Context: an optimization exercise on an open-source flow, tuned for small area, a short achievable clock period and few clock cycles per item. The choices shown serve that exercise and are no tape-out recipe.
Where RTL was checked, it was by simulation tests only, not by an equivalence proof against the original.
No activity file was given, so power comes from the tool's default toggle rates.

Design bs_encoder, start of the top module:
module bs_encoder (
    input  wire         clk,
    input  wire         rst,         
    input  wire         in_valid,
    output wire         in_ready,
    input  wire [31:0]  in_data,     
    input  wire [1:0]   in_fmt,      
    input  wire         in_rm,       
    output wire         out_valid,
    input  wire         out_ready,
    output wire [7:0]   out_scale,
    output wire [255:0] out_data,
    output wire         out_of
);
Settings: LEC_CHECK=0, CAP_MARGIN=20, CORE_MARGIN=2, CORE_UTILIZATION=40, SLEW_MARGIN=20; clock period 14.0 ns.
standard.sh (not shown) runs the stock make flow with config.mk's settings and CLKGATE_MAP_FILE= SYNTH_SCRIPT=/design/flow/synth_recipe.tcl, a recipe that flattens the netlist after the stock synthesis.
==> flow/flow/run.sh <==
#!/bin/bash
# Standard layout, with plain buffers (not delay cells) on the ports and a
# clock tree of fewer, smaller buffers without dummy loads.
set -euo pipefail
export BUFFER_PORTS_ARGS="-buffer_cell sky130_fd_sc_hd__buf_1"
export CTS_ARGS="-sink_clustering_enable -repair_clock_nets -dont_use_dummy_load -sink_clustering_size 30 -sink_clustering_max_diameter 80 -buf_list sky130_fd_sc_hd__clkbuf_16 -root_buf sky130_fd_sc_hd__clkbuf_16"
bash standard.sh > standard.log 2>&1
Then changed:
==> flow/flow/run.sh (replaced) <==
#!/bin/bash
# Standard layout, with plain buffers (not delay cells) on the ports and a
# clock tree of fewer, smaller buffers without dummy loads.
set -euo pipefail
export BUFFER_PORTS_ARGS="-buffer_cell sky130_fd_sc_hd__buf_1"
export CTS_ARGS="-sink_clustering_enable -repair_clock_nets -dont_use_dummy_load -sink_clustering_size 16 -sink_clustering_max_diameter 60 -buf_list sky130_fd_sc_hd__clkbuf_8 -root_buf sky130_fd_sc_hd__clkbuf_16"
bash standard.sh > standard.log 2>&1
Result: Total power fell by 0.32%; routed wire length grows by 1.1%; setup slack improves by 0.045 ns; sequential share of layout area barely changes; non-clock buffer count stays the same; final cell count rises by about 0.9%; clock skew decreases by 0.021 ns; clock-buffer cell count increases by 30.
No functional check of the RTL was part of any run of this note.

========
bs_encoder, a different RTL version from the one above (not shown whole).
Size: roughly 2100 cells after synthesis, ~310 I/O pins.
==> flow/config.mk <==
export PLATFORM = sky130hd
export DESIGN_NAME = bs_encoder
export DESIGN_NICKNAME = bs_encoder
export VERILOG_FILES = /design/flow/design.v
export SDC_FILE = /design/flow/constraint.sdc
export NUM_CORES = 4
export LEC_CHECK = 0
export CAP_MARGIN = 20
export CORE_MARGIN = 2
export CORE_UTILIZATION = 65
export PLACE_DENSITY = 0.75
export SLEW_MARGIN = 20
==> flow/constraint.sdc <==
create_clock -name core_clock -period 14.0 [get_ports {clk}]
set_input_delay 2.8000 -clock core_clock [delete_from_list [all_inputs] [get_ports {clk}]]
set_output_delay 2.8000 -clock core_clock [all_outputs]
set_load 0.01 [all_outputs]
==> flow/flow/run.sh <==
#!/bin/bash
# Standard layout, with plain buffers (not delay cells) on the ports and a
# clock tree of fewer, smaller buffers without dummy loads.
set -euo pipefail
export BUFFER_PORTS_ARGS="-buffer_cell sky130_fd_sc_hd__buf_1"
export CTS_ARGS="-sink_clustering_enable -repair_clock_nets -dont_use_dummy_load -sink_clustering_size 16 -sink_clustering_max_diameter 60 -buf_list sky130_fd_sc_hd__clkbuf_8 -root_buf sky130_fd_sc_hd__clkbuf_16"
bash standard.sh > standard.log 2>&1
Testbench counts at the start, summed over its fixed seeds: cycles 49,440, items 1,536.
Change:
==> flow/flow/run.sh (replaced) <==
#!/bin/bash
# Standard layout, with plain buffers (not delay cells) on the ports and a
# clock tree of fewer, smaller buffers without dummy loads.
set -euo pipefail
export BUFFER_PORTS_ARGS="-buffer_cell sky130_fd_sc_hd__buf_1"
export CTS_ARGS="-sink_clustering_enable -repair_clock_nets -dont_use_dummy_load -sink_clustering_size 12 -sink_clustering_max_diameter 40 -buf_list sky130_fd_sc_hd__clkbuf_4 -root_buf sky130_fd_sc_hd__clkbuf_16"
bash standard.sh > standard.log 2>&1
CORE_UTILIZATION = 40   (was 65)
PLACE_DENSITY = unset   (was 0.75)
=>
- wire length grows by a few percent
- die area grows by well over a third
- setup slack gets worse by 0.022 ns
- cell count grows by roughly a tenth
- core utilization shrinks by 28 points
Change:
==> flow/flow/run.sh (replaced) <==
#!/bin/bash
set -euo pipefail
export BUFFER_PORTS_ARGS="-buffer_cell sky130_fd_sc_hd__buf_1"
export CTS_ARGS="-sink_clustering_enable -repair_clock_nets -dont_use_dummy_load -sink_clustering_size 16 -sink_clustering_max_diameter 60 -buf_list sky130_fd_sc_hd__clkbuf_8 -root_buf sky130_fd_sc_hd__clkbuf_16"
export SETUP_SLACK_MARGIN=10.3
bash standard.sh > standard.log 2>&1
After rerunning:
- setup slack degrades by 0.0090 ns
- total power rises by 2.8%
- register-to-register slack improves by 0.15 ns
- die area is unchanged
Change:
==> flow/flow/run.sh (replaced) <==
#!/bin/bash
# Standard layout, with plain buffers (not delay cells) on the ports and a
# clock tree of fewer, smaller buffers without dummy loads.
set -euo pipefail
export BUFFER_PORTS_ARGS="-buffer_cell sky130_fd_sc_hd__buf_1"
export CTS_ARGS="-sink_clustering_enable -repair_clock_nets -dont_use_dummy_load -sink_clustering_size 16 -sink_clustering_max_diameter 60 -buf_list sky130_fd_sc_hd__clkbuf_8 -root_buf sky130_fd_sc_hd__clkbuf_16"
bash standard.sh > standard.log 2>&1
=> Cell count fell by about 0.33%; via count came out lower by 1.0%; sequential power is about the same; clock skew decreases by 0.021 ns; worst setup slack improved by 0.031 ns; design area went down by about 1.6%; sequential share of layout area grows by 1.1 points; routed wire length went down by about 1.9%.

[what the ideal ports hide]
The flow's constraints put no driver on any port. The routed layouts listed below were extracted and timed again, unchanged, in two steps. Step 1 sets driving cells, clkbuf_16 on the clock port and buf_2 on the other inputs (assumed; they add their load-dependent delay and slew). Step 2 adds t to the input delays and takes it off the output delays; t is the mean of the earliest and latest rising clock arrival at the registers after step 1. Input paths then give back, and output paths get back, about the clock's delay inside the block. Three values: ideal ports, drivers, drivers and shift; two values: the first two.
run	shift t [ns]	setup slack, ns	worst setup path at the end	latest minus earliest clock arrival (ns)	worst data-port slew with drivers (ns)
the first run of note 1	0.637	9.920 / 9.857 / 9.757	input to register	0.084 / 0.084	0.04
the second run of note 1	0.624	9.964 / 9.904 / 9.753	input to register	0.065 / 0.064	0.04
the first run of note 2	0.625	9.994 / 9.937 / 9.714	input to register	0.068 / 0.068	0.04
the second run of note 2	0.636	9.972 / 9.911 / 9.768	input to register	0.089 / 0.088	0.04
the third run of note 2	0.615	9.963 / 9.904 / 9.786	input to register	0.079 / 0.079	0.04
the fourth run of note 2	0.621	9.993 / 9.932 / 9.786	input to register	0.063 / 0.062	0.04
After both steps setup and hold are still met in every run listed. For the first run of note 2, which loses most, drivers alone change the setup slack by -0.057 ns; drivers and shift together by -0.280 ns.
